What follows belongs to an exercise in optimizing a design on an open flow for small area and a short achievable clock period; a production flow would make more cautious choices.
At most, simulation tests tie the RTL to the original design; equivalence was not proved.

Design lane_fma, start of the top module:
module lane_fma (
    input  wire        clk,
    input  wire        rst,
    input  wire        in_valid,
    input  wire [2:0]  in_op,
    input  wire [1:0]  in_mod,
    input  wire [31:0] in_a,
    input  wire [31:0] in_b,
    input  wire [31:0] in_c,
    output reg         out_valid,
    output reg  [31:0] out_res,
    output reg         out_clamp,
    output reg         out_bad
);
==> flow/config.mk <==
export PLATFORM = sky130hd
export DESIGN_NAME = lane_fma
export DESIGN_NICKNAME = lane_fma
export VERILOG_FILES = /design/flow/design.v
export SDC_FILE = /design/flow/constraint.sdc
export NUM_CORES = 4
export LEC_CHECK = 0
export CAP_MARGIN = 20
export CORE_MARGIN = 2
export CORE_UTILIZATION = 40
export SETUP_SLACK_MARGIN = 3.5
export SLEW_MARGIN = 20
==> flow/constraint.sdc <==
create_clock -name core_clock -period 11.0 [get_ports {clk}]
set_input_delay 2.2000 -clock core_clock [delete_from_list [all_inputs] [get_ports {clk}]]
set_output_delay 2.2000 -clock core_clock [all_outputs]
set_load 0.01 [all_outputs]
run.sh (not shown) runs the stock make flow with config.mk's settings and CLKGATE_MAP_FILE= SYNTH_SCRIPT=/design/flow/synth_recipe.tcl, a recipe that flattens the netlist after the stock synthesis.
The starting point produced a clean layout.
Next try:
Settings changed: SETUP_SLACK_MARGIN 3.5 to 5.
Core utilization goes up by 0.42 points.
Count of clock-buffer cells in the layout goes up by 5.
Wire length goes up by 0.52%.
Cell count is about the same.
Global-route usage goes up by 0.19 points.
Setup slack improves by 1.0 ns.
Via count stays flat.
Next try:
Settings changed: ABC_AREA set to 1, CORE_UTILIZATION 40 to 55.
After rerunning:
- design area grows by 0.64%
- die area shrinks by 25%
- area after synthesis grows by about 2.5%
- critical path depth grows by 2
- maximum frequency hardly moves
- setup slack gets worse by 0.0072 ns
- via count grows by 15%


the reference run:
lane_fma, a different RTL version from the one above (not shown whole).
Size: about 5000 cells after synthesis, roughly 410 flip-flops, about 140 I/O pins.
Design lane_fma, start of the top module:
module lane_fma (
    input  wire        clk,
    input  wire        rst,
    input  wire        in_valid,
    input  wire [2:0]  in_op,
    input  wire [1:0]  in_mod,
    input  wire [31:0] in_a,
    input  wire [31:0] in_b,
    input  wire [31:0] in_c,
    output reg         out_valid,
    output reg  [31:0] out_res,
    output reg         out_clamp,
    output reg         out_bad
);
Settings: LEC_CHECK=0, CAP_MARGIN=20, CORE_MARGIN=2, CORE_UTILIZATION=60, CTS_CLUSTER_DIAMETER=100, CTS_CLUSTER_SIZE=25, SLEW_MARGIN=20; clock period 11.0 ns.
standard.sh (not shown) runs the stock make flow with config.mk's settings and CLKGATE_MAP_FILE= SYNTH_SCRIPT=/design/flow/synth_recipe.tcl, a recipe that flattens the netlist after the stock synthesis.
==> flow/flow/run.sh <==
#!/bin/bash
# The standard layout (standard.sh, unchanged synthesis), with two
# settings outside config.mk's list: timing repair aims for 6 ns of setup
# slack, and the port buffers are buf_1 cells. make's full output goes to
# standard.log; each ORFS step logs under orfs/logs/.
export SETUP_SLACK_MARGIN=6
export BUFFER_PORTS_ARGS="-buffer_cell sky130_fd_sc_hd__buf_1"
bash standard.sh > standard.log 2>&1
[inputs] the trial run vs the reference run
==> flow/flow/run.sh <==
#!/bin/bash
# The standard layout (standard.sh, unchanged synthesis), with two
# settings outside config.mk's list: timing repair aims for 7 ns of setup
# slack, and the port buffers are buf_1 cells. make's full output goes to
# standard.log; each ORFS step logs under orfs/logs/.
export SETUP_SLACK_MARGIN=7
export BUFFER_PORTS_ARGS="-buffer_cell sky130_fd_sc_hd__buf_1"
bash standard.sh > standard.log 2>&1
-- flow/config.mk --
<<< the reference run, line 10
export CORE_UTILIZATION = 60
export CTS_CLUSTER_DIAMETER = 100
export CTS_CLUSTER_SIZE = 25
export SLEW_MARGIN = 20
>>> the trial run, line 10
export CORE_UTILIZATION = 60
export SLEW_MARGIN = 20
Findings:
- Compared with the reference run, the trial run shows a lower share of the final layout cell area in multi-input gates.
- For the reference run, the cell type of the slowest stage on the worst timing path was sky130_fd_sc_hd__or4_4, unlike the trial run, where it was sky130_fd_sc_hd__a41oi_1.
- Going from the reference run to the trial run, final area grew by more than 10%.
- Compared with the reference run, non-clock inverter instance count of the final layout in the trial run increased by a few percent.


== job 9809 ==
Starting RTL as in the previous note.
==> flow/config.mk <==
export PLATFORM = sky130hd
export DESIGN_NAME = lane_fma
export DESIGN_NICKNAME = lane_fma
export VERILOG_FILES = /design/flow/design.v
export SDC_FILE = /design/flow/constraint.sdc
export NUM_CORES = 4
export LEC_CHECK = 0
export CAP_MARGIN = 20
export CORE_MARGIN = 2
export CORE_UTILIZATION = 60
export SLEW_MARGIN = 20
==> flow/constraint.sdc <==
create_clock -name core_clock -period 11.0 [get_ports {clk}]
set_input_delay 2.2000 -clock core_clock [delete_from_list [all_inputs] [get_ports {clk}]]
set_output_delay 2.2000 -clock core_clock [all_outputs]
set_load 0.01 [all_outputs]
==> flow/flow/run.sh <==
#!/bin/bash
# The standard layout (standard.sh, unchanged synthesis), with two
# settings outside config.mk's list: timing repair aims for 6.25 ns of setup
# slack, and the port buffers are buf_1 cells. make's full output goes to
# standard.log; each ORFS step logs under orfs/logs/.
export SETUP_SLACK_MARGIN=6.25
export BUFFER_PORTS_ARGS="-buffer_cell sky130_fd_sc_hd__buf_1"
bash standard.sh > standard.log 2>&1
#### Input delta (job 4664 over job 9809)
==> flow/flow/run.sh <==
#!/bin/bash
# The standard layout (standard.sh, unchanged synthesis), with two
# settings outside config.mk's list: timing repair aims for 5 ns of setup
# slack, and the port buffers are buf_1 cells. make's full output goes to
# standard.log; each ORFS step logs under orfs/logs/.
export SETUP_SLACK_MARGIN=5
export BUFFER_PORTS_ARGS="-buffer_cell sky130_fd_sc_hd__buf_1"
bash standard.sh > standard.log 2>&1
### Flow results
- [compare] base=job 9809 new=job 4664: number of gates given a new drive strength after cts went down by 223; largest net degree at the start of global routing went up by 31%.
- Compare job 4664 and job 9809 | post-route clock period utilization higher: job 4664
- Relative to job 9809, worst path setup slack after routing decreased by 0.93 ns in job 4664.
- When the final numbers for job 4664 and job 9809 were put side by side, the routed wire length turned out to be greater in job 9809.
- Layout clock buffer count went up by more than 10% going from job 9809 to job 4664.
For job 3374, these inputs were changed with respect to job 4664:
==> flow/flow/run.sh <==
#!/bin/bash
# The standard layout (standard.sh, unchanged synthesis), with two
# settings outside config.mk's list: timing repair aims for 6 ns of setup
# slack, and the port buffers are buf_1 cells. make's full output goes to
# standard.log; each ORFS step logs under orfs/logs/.
export SETUP_SLACK_MARGIN=6
export BUFFER_PORTS_ARGS="-buffer_cell sky130_fd_sc_hd__buf_1"
bash standard.sh > standard.log 2>&1
==> comparison <==
- Total number of multi-input combinational cells: job 4664 vs job 3374, no meaningful difference
- Against job 4664, non-clock buffer count in job 3374 rose by more than 10%.
- The global-route wire length before repair on job 3374 is in line with that on job 4664.
- The run with more setup slack is job 3374; job 4664 has less.
- Highest clock frequency the design can meet (job 3374 over job 4664): increase, 18%
### job 3374 -> job 909
==> flow/flow/run.sh <==
#!/bin/bash
# The standard layout (standard.sh, unchanged synthesis), with two
# settings outside config.mk's list: timing repair aims for 6.5 ns of setup
# slack, and the port buffers are buf_1 cells. make's full output goes to
# standard.log; each ORFS step logs under orfs/logs/.
export SETUP_SLACK_MARGIN=6.5
export BUFFER_PORTS_ARGS="-buffer_cell sky130_fd_sc_hd__buf_1"
bash standard.sh > standard.log 2>&1
Results
In summary, job 909 completed successfully, with a layout that passed the timing, design-rule and antenna checks.
Against job 3374, job 909 comes in 1673 higher on via count of the first global-routing pass.
Final wirelength (job 909 vs. job 3374) increases by a little under 10%


onyx:
lane_fma, a different RTL version from the one above (not shown whole).
Size in the first run: ~390 flip-flops, ~140 I/O pins, ~0.042 mm² of cells after synthesis.
export LEC_CHECK = 0
export CAP_MARGIN = 20
export CORE_MARGIN = 2
export CORE_UTILIZATION = 40
export SLEW_MARGIN = 20
create_clock -name core_clock -period 11.0 [get_ports {clk}]
==> flow/flow/run.sh <==
#!/bin/bash
export SETUP_SLACK_MARGIN=6
bash standard.sh > standard.log 2>&1
[inputs] harbor vs onyx
==> flow/flow/run.sh <==
#!/bin/bash
export SETUP_SLACK_MARGIN=6.5
bash standard.sh > standard.log 2>&1
==> run notes <==
Min routed wire length on met3 across onyx and harbor: onyx
Taking onyx as the reference point, the buffer share of cell area of harbor rises by 1.5 points.
onyx vs harbor, cell at the slowest stage of the critical path: sky130_fd_sc_hd__fa_1 vs sky130_fd_sc_hd__fa_2
Having completed the whole flow, harbor delivered a layout that passed the timing, design-rule and antenna checks.
> inputs changed (harbor -> xenon)
# harbor
export LEC_CHECK = 0
export CAP_MARGIN = 20
export CORE_MARGIN = 2
export CORE_UTILIZATION = 40
export SLEW_MARGIN = 20
create_clock -name core_clock -period 11.0 [get_ports {clk}]
# xenon
export LEC_CHECK = 0
export CAP_MARGIN = 20
export CORE_MARGIN = 2
export CORE_UTILIZATION = 40
export SETUP_SLACK_MARGIN = 5
export SLEW_MARGIN = 20
create_clock -name core_clock -period 11.0 [get_ports {clk}]
==> flow/run.sh (new file) <==
#!/bin/bash
# synth_recipe.tcl (not shown) runs the flow's synth.tcl, then flattens the netlist and writes it again
# the make line also repeats each setting of config.mk as NAME=value (left out here)
make -C /OpenROAD-flow-scripts/flow DESIGN_CONFIG=/design/flow/config.mk WORK_HOME=/design/flow/orfs CLKGATE_MAP_FILE= SYNTH_SCRIPT=/design/flow/synth_recipe.tcl finish
removed: flow/flow/run.sh
removed: flow/standard.sh
xenon and harbor ended up with roughly the same post-route worst hold slack. NOTE: area growth from synthesis to layout in xenon falls short of that of harbor. Reported for harbor and xenon, mean cell area of the mapped netlist turned out identical to the last digit. Compared with harbor, xenon shows a lower buffer count from post-CTS setup fixing. Summary of the comparison: final instance count without filler cells is lower in xenon, relative to harbor. Via count of the first global-routing pass in xenon is about 4% below harbor.
#### Input delta (raven over xenon)
# xenon
export LEC_CHECK = 0
export CAP_MARGIN = 20
export CORE_MARGIN = 2
export CORE_UTILIZATION = 40
export SETUP_SLACK_MARGIN = 5
export SLEW_MARGIN = 20
create_clock -name core_clock -period 11.0 [get_ports {clk}]
# raven
export LEC_CHECK = 0
export CAP_MARGIN = 20
export CORE_MARGIN = 2
export CORE_UTILIZATION = 65
export CTS_BUF_LIST = sky130_fd_sc_hd__clkbuf_4 sky130_fd_sc_hd__clkbuf_8
export SLEW_MARGIN = 20
create_clock -name core_clock -period 11.0 [get_ports {clk}]
==> flow/flow/run.sh (new file) <==
#!/bin/bash
# The standard layout (standard.sh, unchanged synthesis), with two
# settings outside config.mk's list: timing repair aims for 5 ns of setup
# slack, and the port buffers are buf_1 cells. make's full output goes to
# standard.log; each ORFS step logs under orfs/logs/.
export SETUP_SLACK_MARGIN=5
export BUFFER_PORTS_ARGS="-buffer_cell sky130_fd_sc_hd__buf_1"
bash standard.sh > standard.log 2>&1
==> flow/standard.sh (new file) <==
#!/bin/bash
# synth_recipe.tcl (not shown) runs the flow's synth.tcl, then flattens the netlist and writes it again
# the make line also repeats each setting of config.mk as NAME=value (left out here)
make -C /OpenROAD-flow-scripts/flow DESIGN_CONFIG=/design/flow/config.mk WORK_HOME=/design/flow/orfs CLKGATE_MAP_FILE= SYNTH_SCRIPT=/design/flow/synth_recipe.tcl "${@:-finish}"
removed: flow/run.sh
==> run notes <==
- Final RePlAce weighted congestion grows by a few percent when moving from xenon to raven.
- Compared with xenon, in raven layout overhead on the synthesized area now smaller, final HPWL from detailed placement moved down, cell count after placement went down 518.
- Worst hold slack of xenon is on par with raven.
- Global-route wire length before repair: raven and xenon compared, lower one is raven
No functional check of the RTL was part of any run of this note.


== the previous run ==
lane_fma, a different RTL version from the one above (not shown whole).
Size: roughly 5,100 cells after synthesis, about 420 flip-flops, roughly 140 I/O pins, ~43,000 µm² of cells after synthesis.
==> flow/config.mk <==
export PLATFORM = sky130hd
export DESIGN_NAME = lane_fma
export DESIGN_NICKNAME = lane_fma
export VERILOG_FILES = /design/flow/design.v
export SDC_FILE = /design/flow/constraint.sdc
export NUM_CORES = 4
export LEC_CHECK = 0
export CAP_MARGIN = 20
export CORE_MARGIN = 2
export CORE_UTILIZATION = 60
export SLEW_MARGIN = 20
==> flow/constraint.sdc <==
create_clock -name core_clock -period 11.0 [get_ports {clk}]
set_input_delay 2.2000 -clock core_clock [delete_from_list [all_inputs] [get_ports {clk}]]
set_output_delay 2.2000 -clock core_clock [all_outputs]
set_load 0.01 [all_outputs]
==> flow/flow/run.sh <==
#!/bin/bash
# The standard layout (standard.sh, unchanged synthesis), with two
# settings outside config.mk's list: timing repair aims for 6.5 ns of setup
# slack, and the port buffers are buf_1 cells. make's full output goes to
# standard.log; each ORFS step logs under orfs/logs/.
export SETUP_SLACK_MARGIN=6.5
export BUFFER_PORTS_ARGS="-buffer_cell sky130_fd_sc_hd__buf_1"
bash standard.sh > standard.log 2>&1
Here is what was changed in the inputs of the current run compared with the previous run.
==> flow/flow/run.sh <==
#!/bin/bash
# The standard layout (standard.sh, unchanged synthesis), with two
# settings outside config.mk's list: timing repair aims for 6 ns of setup
# slack, and the port buffers are buf_1 cells. make's full output goes to
# standard.log; each ORFS step logs under orfs/logs/.
export SETUP_SLACK_MARGIN=6
export BUFFER_PORTS_ARGS="-buffer_cell sky130_fd_sc_hd__buf_1"
bash standard.sh > standard.log 2>&1
==> run notes <==
- The current run: final layout net count lower than the previous run
- Delta (the current run minus the previous run): utilization dropped 5.7 points.
- | setup slack of the critical path after layout | the current run vs the previous run | worse |
- The current run vs. the previous run: data required time of the worst path decreased 0.06 ns, global routing usage on met3 decreased 0.98 points.
- The current run ended with less number of cells traversed by the worst register-to-register path than the previous run.
No functional check of the RTL was part of any run of this note.


Setup of alpha:
lane_fma, a different RTL version from the one above (not shown whole).
Size: ~5400 cells after synthesis, about 140 I/O pins, about 44000 sq um of cells after synthesis.
export LEC_CHECK = 0
export CAP_MARGIN = 20
export CORE_MARGIN = 2
export CORE_UTILIZATION = 60
export SLEW_MARGIN = 20
create_clock -name core_clock -period 11.0 [get_ports {clk}]
==> flow/flow/run.sh <==
#!/bin/bash
# The standard layout (standard.sh, unchanged synthesis), with two
# settings outside config.mk's list: timing repair aims for 6.5 ns of setup
# slack, and the port buffers are buf_1 cells. make's full output goes to
# standard.log; each ORFS step logs under orfs/logs/.
export SETUP_SLACK_MARGIN=6.5
export BUFFER_PORTS_ARGS="-buffer_cell sky130_fd_sc_hd__buf_1"
bash standard.sh > standard.log 2>&1
alpha finished all stages; the layout is clean.
Changes in delta relative to alpha:
==> flow/flow/run.sh <==
#!/bin/bash
# The standard layout (standard.sh, unchanged synthesis), with two
# settings outside config.mk's list: timing repair aims for 6 ns of setup
# slack, and the port buffers are buf_1 cells. make's full output goes to
# standard.log; each ORFS step logs under orfs/logs/.
export SETUP_SLACK_MARGIN=6
export BUFFER_PORTS_ARGS="-buffer_cell sky130_fd_sc_hd__buf_1"
bash standard.sh > standard.log 2>&1
[summary]
delta improves on alpha in wire length of the first global-routing pass.
Logic depth of the worst register-to-register path (higher): alpha
delta reports a lower sum of met3 wire segment lengths after detailed routing than alpha does.
Changes observed in delta relative to alpha: portion of the layout cell area used by clock cells stayed essentially flat; number of standard cells in the final layout excluding fillers went down; total wirelength of the detailed-routed design -12000 um; total routed wire length on the met1 layer decreased about 1.9%; global-route usage over all layers shows a reduction of 1.8 points.
Summary of delta over alpha: non-clock buffer count dropped 158, sequential share of layout area +1.1 points.
No run of this note included a check of the RTL's function; only the layout flow was run.

separate check: timing with driven ports:
In the flow no input, the clock included, has a driving cell. The finished layouts below were timed again as built, in two steps.
Step 1: set_driving_cell puts a clkbuf_16 on clk and a buf_2 on each other input, an assumption about the parent block.
Step 2 times the ports against the registers' clock, not the clock port: input delays grow and output delays shrink by t, the midpoint of the rising clock arrivals with the driver on.
Three values: no drivers, after step 1, after step 2; two values: the first two.
run	shift t [ns]	setup slack, ns	worst setup path after step 2
the first run of note 1	0.670	4.200 / 4.200 / 3.795	input to register
the second run of note 1	0.674	5.233 / 5.252 / 4.617	input to register
the third run of note 1	0.650	5.225 / 5.260 / 4.620	input to register
the reference run	0.681	5.935 / 5.935 / 5.509	input to register
the trial run	0.690	5.821 / 5.821 / 5.687	input to register
job 9809	0.653	6.054 / 6.054 / 5.638	input to register
job 4664	0.680	5.125 / 5.125 / 5.125	register to register
job 3374	0.667	6.003 / 6.003 / 5.552	input to register
job 909	0.677	6.064 / 6.064 / 5.586	input to register
onyx	0.698	5.887 / 5.887 / 5.524	input to register
harbor	0.695	6.046 / 6.046 / 5.876	input to register
xenon	0.682	5.170 / 5.170 / 4.942	input to register
raven	0.753	5.124 / 5.124 / 5.124	register to register
the previous run	0.686	6.168 / 6.168 / 5.874	input to register
the current run	0.674	6.046 / 6.046 / 5.584	input to register
alpha	0.685	6.348 / 6.348 / 5.711	input to register
delta	0.682	6.080 / 6.080 / 5.543	input to register
After both steps every run listed still meets setup and hold. For alpha, which loses most, drivers alone change the setup slack by 0.000 ns; drivers and shift together by -0.637 ns.
